This is an optimization exercise on Yosys and OpenROAD, whose aim is small area, not a production implementation. Only simulation tests tie the RTL to the original design; equivalence was not proved. Power and IR drop assume default switching activity.

Setup of v34:
Design tally_port, start of the top module:
module tally_port (
    input  wire        clk,
    input  wire        rst,         
    input  wire        tcs_n,
    input  wire        tclk,
    input  wire        tdi,
    output reg         tdo,
    input  wire        tick,
    input  wire [15:0] alert_in,
    output wire        alert_n,
    output wire        srst_req
);
Size in the first run: ~25 I/O pins, roughly 16000 um2 of cells after synthesis.
export LEC_CHECK = 0
export CAP_MARGIN = 20
export CORE_MARGIN = 2
export CORE_UTILIZATION = 70
export CTS_BUF_LIST = sky130_fd_sc_hd__clkbuf_8
export CTS_CLUSTER_DIAMETER = 40
export CTS_CLUSTER_SIZE = 18
export GPL_TIMING_DRIVEN = 0
export SLEW_MARGIN = 20
create_clock -name core_clock -period 4.2 [get_ports {clk}]
standard.sh (not shown) runs the stock make flow with config.mk's settings and CLKGATE_MAP_FILE= SYNTH_SCRIPT=/design/flow/synth_recipe.tcl, a recipe that flattens the netlist after the stock synthesis.
==> flow/flow/run.sh <==
#!/bin/bash
# Own layout flow: the standard synthesis, then an area re-mapping of its
# combinational logic (flip-flops untouched), then the standard ORFS flow with
# smaller port buffers and a clock tree without dummy loads.
set -euo pipefail
W=$PWD
R=$W/orfs/results/$FLOW_PLATFORM/tally_port/base
LIB=$FLOW_HOME/platforms/$FLOW_PLATFORM/lib/sky130_fd_sc_hd__tt_025C_1v80.lib
YOSYS=${YOSYS_EXE:-yosys}
command -v "$YOSYS" >/dev/null 2>&1 || YOSYS=$FLOW_HOME/../tools/install/yosys/bin/yosys

# 1. standard synthesis, unchanged
bash standard.sh synth > $W/flow_synth.log 2>&1

# 2. re-map the combinational logic for area
cp $R/1_2_yosys.v $W/std_1_2_yosys.v
REOPT_LIB=$LIB REOPT_NETLIST=$W/std_1_2_yosys.v REOPT_OUT=$W/reopt_1_2_yosys.v \
REOPT_TOP=$FLOW_TOP REOPT_TMP=$W "$YOSYS" -c $W/flow/reopt.tcl > $W/flow_reopt.log 2>&1
cp $W/reopt_1_2_yosys.v $R/1_2_yosys.v
rm -f $R/1_synth.odb $R/1_synth.sdc

# 3. the rest of the standard flow
export BUFFER_PORTS_ARGS="-buffer_cell sky130_fd_sc_hd__buf_1"
export CTS_ARGS="-sink_clustering_enable -repair_clock_nets -buf_list {sky130_fd_sc_hd__clkbuf_4 sky130_fd_sc_hd__clkbuf_8} -sink_clustering_size 20 -sink_clustering_max_diameter 45 -dont_use_dummy_load"
bash standard.sh finish > $W/flow_finish.log 2>&1
==> flow/flow/reopt.tcl <==
# Re-map the combinational logic of the standard synthesis netlist for area.
# Flip-flops (and tie cells) stay as they are, with their instance names.
# Several ABC scripts are tried; the one giving the smallest area is kept.
yosys -import
set lib $::env(REOPT_LIB)
set netlist $::env(REOPT_NETLIST)
set out $::env(REOPT_OUT)
set tmp $::env(REOPT_TMP)
read_liberty -ignore_miss_func $lib
read_verilog $netlist
hierarchy -top $::env(REOPT_TOP)
set keep {}
foreach c [split [tee -q -s result.string select -list-mod =*] "\n"] {
  set c [string trim $c]
  if {[regexp {__(df|edf|sdf|sedf|dl|conb)} $c]} { lappend keep $c }
}
blackbox {*}$keep
flatten
opt -purge
design -save base

set pre "+strash;&get,-n;&fraig,-x;&put;scorr;dc2;strash;&get,-n"
set scripts [list \
  "$pre;&dch,-f;&nf,-R,1000;&put" \
  "$pre;&deepsyn,-T,60;&nf,-R,1000;&put" \
]
set best_area 1e18
set best_i -1
set i 0
foreach s $scripts {
  design -load base
  abc -liberty $lib -dont_use *lpflow* -dont_use *probe* -script $s
  opt_clean -purge
  tee -q -o $tmp/stat_$i.txt stat -liberty $lib
  set fh [open $tmp/stat_$i.txt r]
  set txt [read $fh]
  close $fh
  if {[regexp {Chip area for module '\\tally_port': ([0-9.]+)} $txt -> area] ||
      [regexp {Chip area[^:]*: ([0-9.]+)} $txt -> area]} {
    puts "REOPT script $i area $area"
    if {$area < $best_area} {
      set best_area $area
      set best_i $i
      design -save best
    }
  }
  incr i
}
puts "REOPT best script $best_i area $best_area"
design -load best
splitnets
opt_clean -purge
hilomap -singleton -hicell sky130_fd_sc_hd__conb_1 HI -locell sky130_fd_sc_hd__conb_1 LO
insbuf -buf sky130_fd_sc_hd__buf_1 A X
opt_clean -purge
stat -liberty $lib
write_verilog -noattr -nohex -nodec $out
Modified inputs, v21 compared to v34
--- a/flow/flow/run.sh
+++ b/flow/flow/run.sh
@@ -16,5 +16,5 @@
 cp $R/1_2_yosys.v $W/std_1_2_yosys.v
 REOPT_LIB=$LIB REOPT_NETLIST=$W/std_1_2_yosys.v REOPT_OUT=$W/reopt_1_2_yosys.v \
-REOPT_TOP=$FLOW_TOP REOPT_TMP=$W "$YOSYS" -c $W/flow/reopt.tcl > $W/flow_reopt.log 2>&1
+REOPT_TOP=$FLOW_TOP "$YOSYS" -c $W/flow/reopt.tcl > $W/flow_reopt.log 2>&1
 cp $W/reopt_1_2_yosys.v $R/1_2_yosys.v
 rm -f $R/1_synth.odb $R/1_synth.sdc
@@ -22,4 +22,4 @@
 # 3. the rest of the standard flow
 export BUFFER_PORTS_ARGS="-buffer_cell sky130_fd_sc_hd__buf_1"
-export CTS_ARGS="-sink_clustering_enable -repair_clock_nets -buf_list {sky130_fd_sc_hd__clkbuf_4 sky130_fd_sc_hd__clkbuf_8} -sink_clustering_size 20 -sink_clustering_max_diameter 45 -dont_use_dummy_load"
+export CTS_ARGS="-sink_clustering_enable -repair_clock_nets -buf_list sky130_fd_sc_hd__clkbuf_4 -sink_clustering_size 10 -sink_clustering_max_diameter 30 -dont_use_dummy_load"
 bash standard.sh finish > $W/flow_finish.log 2>&1
==> flow/flow/reopt.tcl <==
# Re-map the combinational logic of the standard synthesis netlist for area.
# Flip-flops (and tie cells) are kept as they are, with their instance names.
yosys -import
set lib $::env(REOPT_LIB)
set netlist $::env(REOPT_NETLIST)
set out $::env(REOPT_OUT)
read_liberty -ignore_miss_func $lib
read_verilog $netlist
hierarchy -top $::env(REOPT_TOP)
# keep every sequential and tie cell as an instance
set keep {}
foreach c [split [tee -q -s result.string select -list-mod =*] "\n"] {
  set c [string trim $c]
  if {[regexp {__(df|edf|sdf|sedf|dl|conb)} $c]} { lappend keep $c }
}
blackbox {*}$keep
flatten
opt -purge
abc -liberty $lib -dont_use *lpflow* -dont_use *probe* -script "+strash;&get,-n;&fraig,-x;&put;scorr;dc2;strash;&get,-n;&dch,-f;&nf,-R,1000;&put"
opt_clean -purge
splitnets
opt_clean -purge
hilomap -singleton -hicell sky130_fd_sc_hd__conb_1 HI -locell sky130_fd_sc_hd__conb_1 LO
insbuf -buf sky130_fd_sc_hd__buf_1 A X
opt_clean -purge
stat -liberty $lib
write_verilog -noattr -nohex -nodec $out
--- outcome ---
v21 vs v34, worst min-delay path category: primary input to flip-flop vs flip-flop to flip-flop. Between v34 and v21, the sequential share of layout area is lower for v21. Delta (v21 minus v34): final routed DRC violation total held steady, growth of design area from synthesis to finish increased by 1.4 points relative to the old numbers.
#### Input delta (v24 over v21)
--- a/flow/flow/run.sh
+++ b/flow/flow/run.sh
@@ -16,5 +16,5 @@
 cp $R/1_2_yosys.v $W/std_1_2_yosys.v
 REOPT_LIB=$LIB REOPT_NETLIST=$W/std_1_2_yosys.v REOPT_OUT=$W/reopt_1_2_yosys.v \
-REOPT_TOP=$FLOW_TOP "$YOSYS" -c $W/flow/reopt.tcl > $W/flow_reopt.log 2>&1
+REOPT_TOP=$FLOW_TOP REOPT_TMP=$W "$YOSYS" -c $W/flow/reopt.tcl > $W/flow_reopt.log 2>&1
 cp $W/reopt_1_2_yosys.v $R/1_2_yosys.v
 rm -f $R/1_synth.odb $R/1_synth.sdc
@@ -22,4 +22,4 @@
 # 3. the rest of the standard flow
 export BUFFER_PORTS_ARGS="-buffer_cell sky130_fd_sc_hd__buf_1"
-export CTS_ARGS="-sink_clustering_enable -repair_clock_nets -buf_list sky130_fd_sc_hd__clkbuf_4 -sink_clustering_size 10 -sink_clustering_max_diameter 30 -dont_use_dummy_load"
+export CTS_ARGS="-sink_clustering_enable -repair_clock_nets -buf_list sky130_fd_sc_hd__clkbuf_8 -sink_clustering_size 20 -sink_clustering_max_diameter 45 -dont_use_dummy_load"
 bash standard.sh finish > $W/flow_finish.log 2>&1
==> flow/flow/reopt.tcl <==
# Re-map the combinational logic of the standard synthesis netlist for area.
# Flip-flops (and tie cells) stay as they are, with their instance names.
# Several ABC scripts are tried; the one giving the smallest area is kept.
yosys -import
set lib $::env(REOPT_LIB)
set netlist $::env(REOPT_NETLIST)
set out $::env(REOPT_OUT)
set tmp $::env(REOPT_TMP)
read_liberty -ignore_miss_func $lib
read_verilog $netlist
hierarchy -top $::env(REOPT_TOP)
set keep {}
foreach c [split [tee -q -s result.string select -list-mod =*] "\n"] {
  set c [string trim $c]
  if {[regexp {__(df|edf|sdf|sedf|dl|conb)} $c]} { lappend keep $c }
}
blackbox {*}$keep
flatten
opt -purge
design -save base

set pre "+strash;&get,-n;&fraig,-x;&put;scorr;dc2;strash;&get,-n"
set scripts [list \
  "$pre;&dch,-f;&nf,-R,1000;&put" \
  "$pre;&deepsyn,-T,60;&nf,-R,1000;&put" \
  "$pre;&deepsyn,-T,60,-t;&nf,-R,1000;&put" \
]
set best_area 1e18
set best_i -1
set i 0
foreach s $scripts {
  design -load base
  abc -liberty $lib -dont_use *lpflow* -dont_use *probe* -script $s
  opt_clean -purge
  tee -q -o $tmp/stat_$i.txt stat -liberty $lib
  set fh [open $tmp/stat_$i.txt r]
  set txt [read $fh]
  close $fh
  if {[regexp {Chip area for module '\\tally_port': ([0-9.]+)} $txt -> area] ||
      [regexp {Chip area[^:]*: ([0-9.]+)} $txt -> area]} {
    puts "REOPT script $i area $area"
    if {$area < $best_area} {
      set best_area $area
      set best_i $i
      design -save best
    }
  }
  incr i
}
puts "REOPT best script $best_i area $best_area"
design -load best
splitnets
opt_clean -purge
hilomap -singleton -hicell sky130_fd_sc_hd__conb_1 HI -locell sky130_fd_sc_hd__conb_1 LO
insbuf -buf sky130_fd_sc_hd__buf_1 A X
opt_clean -purge
stat -liberty $lib
write_verilog -noattr -nohex -nodec $out
--- a/flow/config.mk
+++ b/flow/config.mk
@@ -6,10 +6,11 @@
 export NUM_CORES = 4
 export LEC_CHECK = 0
+export ABC_AREA = 1
 export CAP_MARGIN = 20
 export CORE_MARGIN = 2
 export CORE_UTILIZATION = 70
 export CTS_BUF_LIST = sky130_fd_sc_hd__clkbuf_8
-export CTS_CLUSTER_DIAMETER = 40
-export CTS_CLUSTER_SIZE = 18
+export CTS_CLUSTER_DIAMETER = 45
+export CTS_CLUSTER_SIZE = 20
 export GPL_TIMING_DRIVEN = 0
 export SLEW_MARGIN = 20
Notes after the runs:
Taking v24 over v21, the synthesized cell count ratio works out to 0.934.
v24 vs. v21: wire length dropped about 9%; share of total power in combinational logic barely changed.
diff inputs: v24 => v30
--- a/flow/flow/reopt.tcl
+++ b/flow/flow/reopt.tcl
@@ -24,5 +24,4 @@
   "$pre;&dch,-f;&nf,-R,1000;&put" \
   "$pre;&deepsyn,-T,60;&nf,-R,1000;&put" \
-  "$pre;&deepsyn,-T,60,-t;&nf,-R,1000;&put" \
 ]
 set best_area 1e18
--- a/flow/config.mk
+++ b/flow/config.mk
@@ -6,11 +6,10 @@
 export NUM_CORES = 4
 export LEC_CHECK = 0
-export ABC_AREA = 1
 export CAP_MARGIN = 20
 export CORE_MARGIN = 2
 export CORE_UTILIZATION = 70
 export CTS_BUF_LIST = sky130_fd_sc_hd__clkbuf_8
-export CTS_CLUSTER_DIAMETER = 45
-export CTS_CLUSTER_SIZE = 20
+export CTS_CLUSTER_DIAMETER = 40
+export CTS_CLUSTER_SIZE = 18
 export GPL_TIMING_DRIVEN = 0
 export SLEW_MARGIN = 20
Findings:
- Wire length of the first global-routing pass in v30 is 0.97% lower than in v24
- Fraction of power consumed by sequential logic ended up 0.2 points lower on v30 than on v24.
- Cell area after synthesis: lower on v24
- sky130_fd_sc_hd__edfxtp_1 as the highest-delay cell along the critical path was reported by v24, and sky130_fd_sc_hd__dfxtp_1 by v30.
- Row multi-input combinational area share: v30 higher / v24 lower
- On v30: via count of the first global-routing pass is about 0.5% lower than what v24 gave.
- Delta (v30 minus v24): clock network power share up 0.3 points; power flat; wire length down 0.30%; overall die height up 0.33%.
The following lists how v22 was set up differently from v30:
--- a/flow/flow/run.sh
+++ b/flow/flow/run.sh
@@ -16,5 +16,5 @@
 cp $R/1_2_yosys.v $W/std_1_2_yosys.v
 REOPT_LIB=$LIB REOPT_NETLIST=$W/std_1_2_yosys.v REOPT_OUT=$W/reopt_1_2_yosys.v \
-REOPT_TOP=$FLOW_TOP REOPT_TMP=$W "$YOSYS" -c $W/flow/reopt.tcl > $W/flow_reopt.log 2>&1
+REOPT_TOP=$FLOW_TOP "$YOSYS" -c $W/flow/reopt.tcl > $W/flow_reopt.log 2>&1
 cp $W/reopt_1_2_yosys.v $R/1_2_yosys.v
 rm -f $R/1_synth.odb $R/1_synth.sdc
@@ -22,4 +22,4 @@
 # 3. the rest of the standard flow
 export BUFFER_PORTS_ARGS="-buffer_cell sky130_fd_sc_hd__buf_1"
-export CTS_ARGS="-sink_clustering_enable -repair_clock_nets -buf_list sky130_fd_sc_hd__clkbuf_8 -sink_clustering_size 20 -sink_clustering_max_diameter 45 -dont_use_dummy_load"
+export CTS_ARGS="-sink_clustering_enable -repair_clock_nets -buf_list sky130_fd_sc_hd__clkbuf_8 -sink_clustering_size 22 -sink_clustering_max_diameter 50 -dont_use_dummy_load"
 bash standard.sh finish > $W/flow_finish.log 2>&1
==> flow/flow/reopt.tcl <==
# Re-map the combinational logic of the standard synthesis netlist for area.
# Flip-flops (and tie cells) are kept as they are, with their instance names.
yosys -import
set lib $::env(REOPT_LIB)
set netlist $::env(REOPT_NETLIST)
set out $::env(REOPT_OUT)
read_liberty -ignore_miss_func $lib
read_verilog $netlist
hierarchy -top $::env(REOPT_TOP)
# keep every sequential and tie cell as an instance
set keep {}
foreach c [split [tee -q -s result.string select -list-mod =*] "\n"] {
  set c [string trim $c]
  if {[regexp {__(df|edf|sdf|sedf|dl|conb)} $c]} { lappend keep $c }
}
blackbox {*}$keep
flatten
opt -purge
abc -liberty $lib -dont_use *lpflow* -dont_use *probe* -script "+strash;&get,-n;&fraig,-x;&put;scorr;dc2;strash;&get,-n;&dch,-f;&nf,-R,1000;&put"
opt_clean -purge
splitnets
opt_clean -purge
hilomap -singleton -hicell sky130_fd_sc_hd__conb_1 HI -locell sky130_fd_sc_hd__conb_1 LO
insbuf -buf sky130_fd_sc_hd__buf_1 A X
opt_clean -purge
stat -liberty $lib
write_verilog -noattr -nohex -nodec $out
### Flow results
v22: clock power is about 3% lower than what v30 reported.
Of v22 and v30, v22 shows the higher final critical delay including setup and external delays, with v30 below it.
v30 -> v22: slew at the pin closest to its max-slew limit flat
Post-route worst hold slack is lower on v30
Changes in v27 relative to v22:
--- a/flow/flow/run.sh
+++ b/flow/flow/run.sh
@@ -16,5 +16,5 @@
 cp $R/1_2_yosys.v $W/std_1_2_yosys.v
 REOPT_LIB=$LIB REOPT_NETLIST=$W/std_1_2_yosys.v REOPT_OUT=$W/reopt_1_2_yosys.v \
-REOPT_TOP=$FLOW_TOP "$YOSYS" -c $W/flow/reopt.tcl > $W/flow_reopt.log 2>&1
+REOPT_TOP=$FLOW_TOP REOPT_TMP=$W "$YOSYS" -c $W/flow/reopt.tcl > $W/flow_reopt.log 2>&1
 cp $W/reopt_1_2_yosys.v $R/1_2_yosys.v
 rm -f $R/1_synth.odb $R/1_synth.sdc
@@ -22,4 +22,4 @@
 # 3. the rest of the standard flow
 export BUFFER_PORTS_ARGS="-buffer_cell sky130_fd_sc_hd__buf_1"
-export CTS_ARGS="-sink_clustering_enable -repair_clock_nets -buf_list sky130_fd_sc_hd__clkbuf_8 -sink_clustering_size 22 -sink_clustering_max_diameter 50 -dont_use_dummy_load"
+export CTS_ARGS="-sink_clustering_enable -repair_clock_nets -buf_list sky130_fd_sc_hd__clkbuf_8 -sink_clustering_size 20 -sink_clustering_max_diameter 45 -dont_use_dummy_load"
 bash standard.sh finish > $W/flow_finish.log 2>&1
==> flow/flow/reopt.tcl <==
# Re-map the combinational logic of the standard synthesis netlist for area.
# Flip-flops (and tie cells) stay as they are, with their instance names.
# Several ABC scripts are tried; the one giving the smallest area is kept.
yosys -import
set lib $::env(REOPT_LIB)
set netlist $::env(REOPT_NETLIST)
set out $::env(REOPT_OUT)
set tmp $::env(REOPT_TMP)
read_liberty -ignore_miss_func $lib
read_verilog $netlist
hierarchy -top $::env(REOPT_TOP)
set keep {}
foreach c [split [tee -q -s result.string select -list-mod =*] "\n"] {
  set c [string trim $c]
  if {[regexp {__(df|edf|sdf|sedf|dl|conb)} $c]} { lappend keep $c }
}
blackbox {*}$keep
flatten
opt -purge
design -save base

set pre "+strash;&get,-n;&fraig,-x;&put;scorr;dc2;strash;&get,-n"
set scripts [list \
  "$pre;&dch,-f;&nf,-R,1000;&put" \
  "$pre;&deepsyn,-T,60;&nf,-R,1000;&put" \
]
set best_area 1e18
set best_i -1
set i 0
foreach s $scripts {
  design -load base
  abc -liberty $lib -dont_use *lpflow* -dont_use *probe* -script $s
  opt_clean -purge
  tee -q -o $tmp/stat_$i.txt stat -liberty $lib
  set fh [open $tmp/stat_$i.txt r]
  set txt [read $fh]
  close $fh
  if {[regexp {Chip area for module '\\tally_port': ([0-9.]+)} $txt -> area] ||
      [regexp {Chip area[^:]*: ([0-9.]+)} $txt -> area]} {
    puts "REOPT script $i area $area"
    if {$area < $best_area} {
      set best_area $area
      set best_i $i
      design -save best
    }
  }
  incr i
}
puts "REOPT best script $best_i area $best_area"
design -load best
splitnets
opt_clean -purge
hilomap -singleton -hicell sky130_fd_sc_hd__conb_1 HI -locell sky130_fd_sc_hd__conb_1 LO
insbuf -buf sky130_fd_sc_hd__buf_1 A X
opt_clean -purge
stat -liberty $lib
write_verilog -noattr -nohex -nodec $out
--- a/flow/config.mk
+++ b/flow/config.mk
@@ -6,5 +6,5 @@
 export NUM_CORES = 4
 export LEC_CHECK = 0
-export CAP_MARGIN = 20
+export CAP_MARGIN = 0
 export CORE_MARGIN = 2
 export CORE_UTILIZATION = 70
@@ -13,3 +13,3 @@
 export CTS_CLUSTER_SIZE = 18
 export GPL_TIMING_DRIVEN = 0
-export SLEW_MARGIN = 20
+export SLEW_MARGIN = 0
--- outcome ---
- v27 completed end to end with timing, DRC and antenna clean.
- v27 — data-path buffer share of cell area in the final layout 0.50 points lower, v22 as reference
- There was hardly any difference in combinational group share of total power between v27 and v22.
- The total power of v27 and that of v22 are within noise of each other.
- The critical path's slowest cell comes out sky130_fd_sc_hd__dfxtp_1 in one run and sky130_fd_sc_hd__nor4_4 in the other, namely in v27 and v22 respectively.

[what the ideal ports hide]
The results above use ideal ports. As a check the final layouts listed here were re-extracted and re-timed, cells and wires unchanged.
Step 1 sets driving cells, clkbuf_16 on the clock port and buf_2 on the other inputs (assumed; they add their load-dependent delay and slew).
Step 2, shift: input delay + t, output delay - t, t = (earliest + latest rising clock arrival at the registers) / 2. This alone moves slack from input paths to output paths.
Three values: ideal ports, drivers, drivers and shift; two values: the first two.
run	t (ns)	setup slack, ns	worst setup path at the end
v34	0.601	0.250 / 0.208 / 0.332	register to register
v21	0.713	0.188 / 0.145 / 0.513	register to register
v24	0.593	0.360 / 0.317 / 0.603	register to register
v30	0.601	0.250 / 0.208 / 0.332	register to register
v22	0.588	0.222 / 0.178 / 0.451	register to register
v27	0.590	0.250 / 0.206 / 0.385	register to register
After both steps every run listed still meets setup and hold.
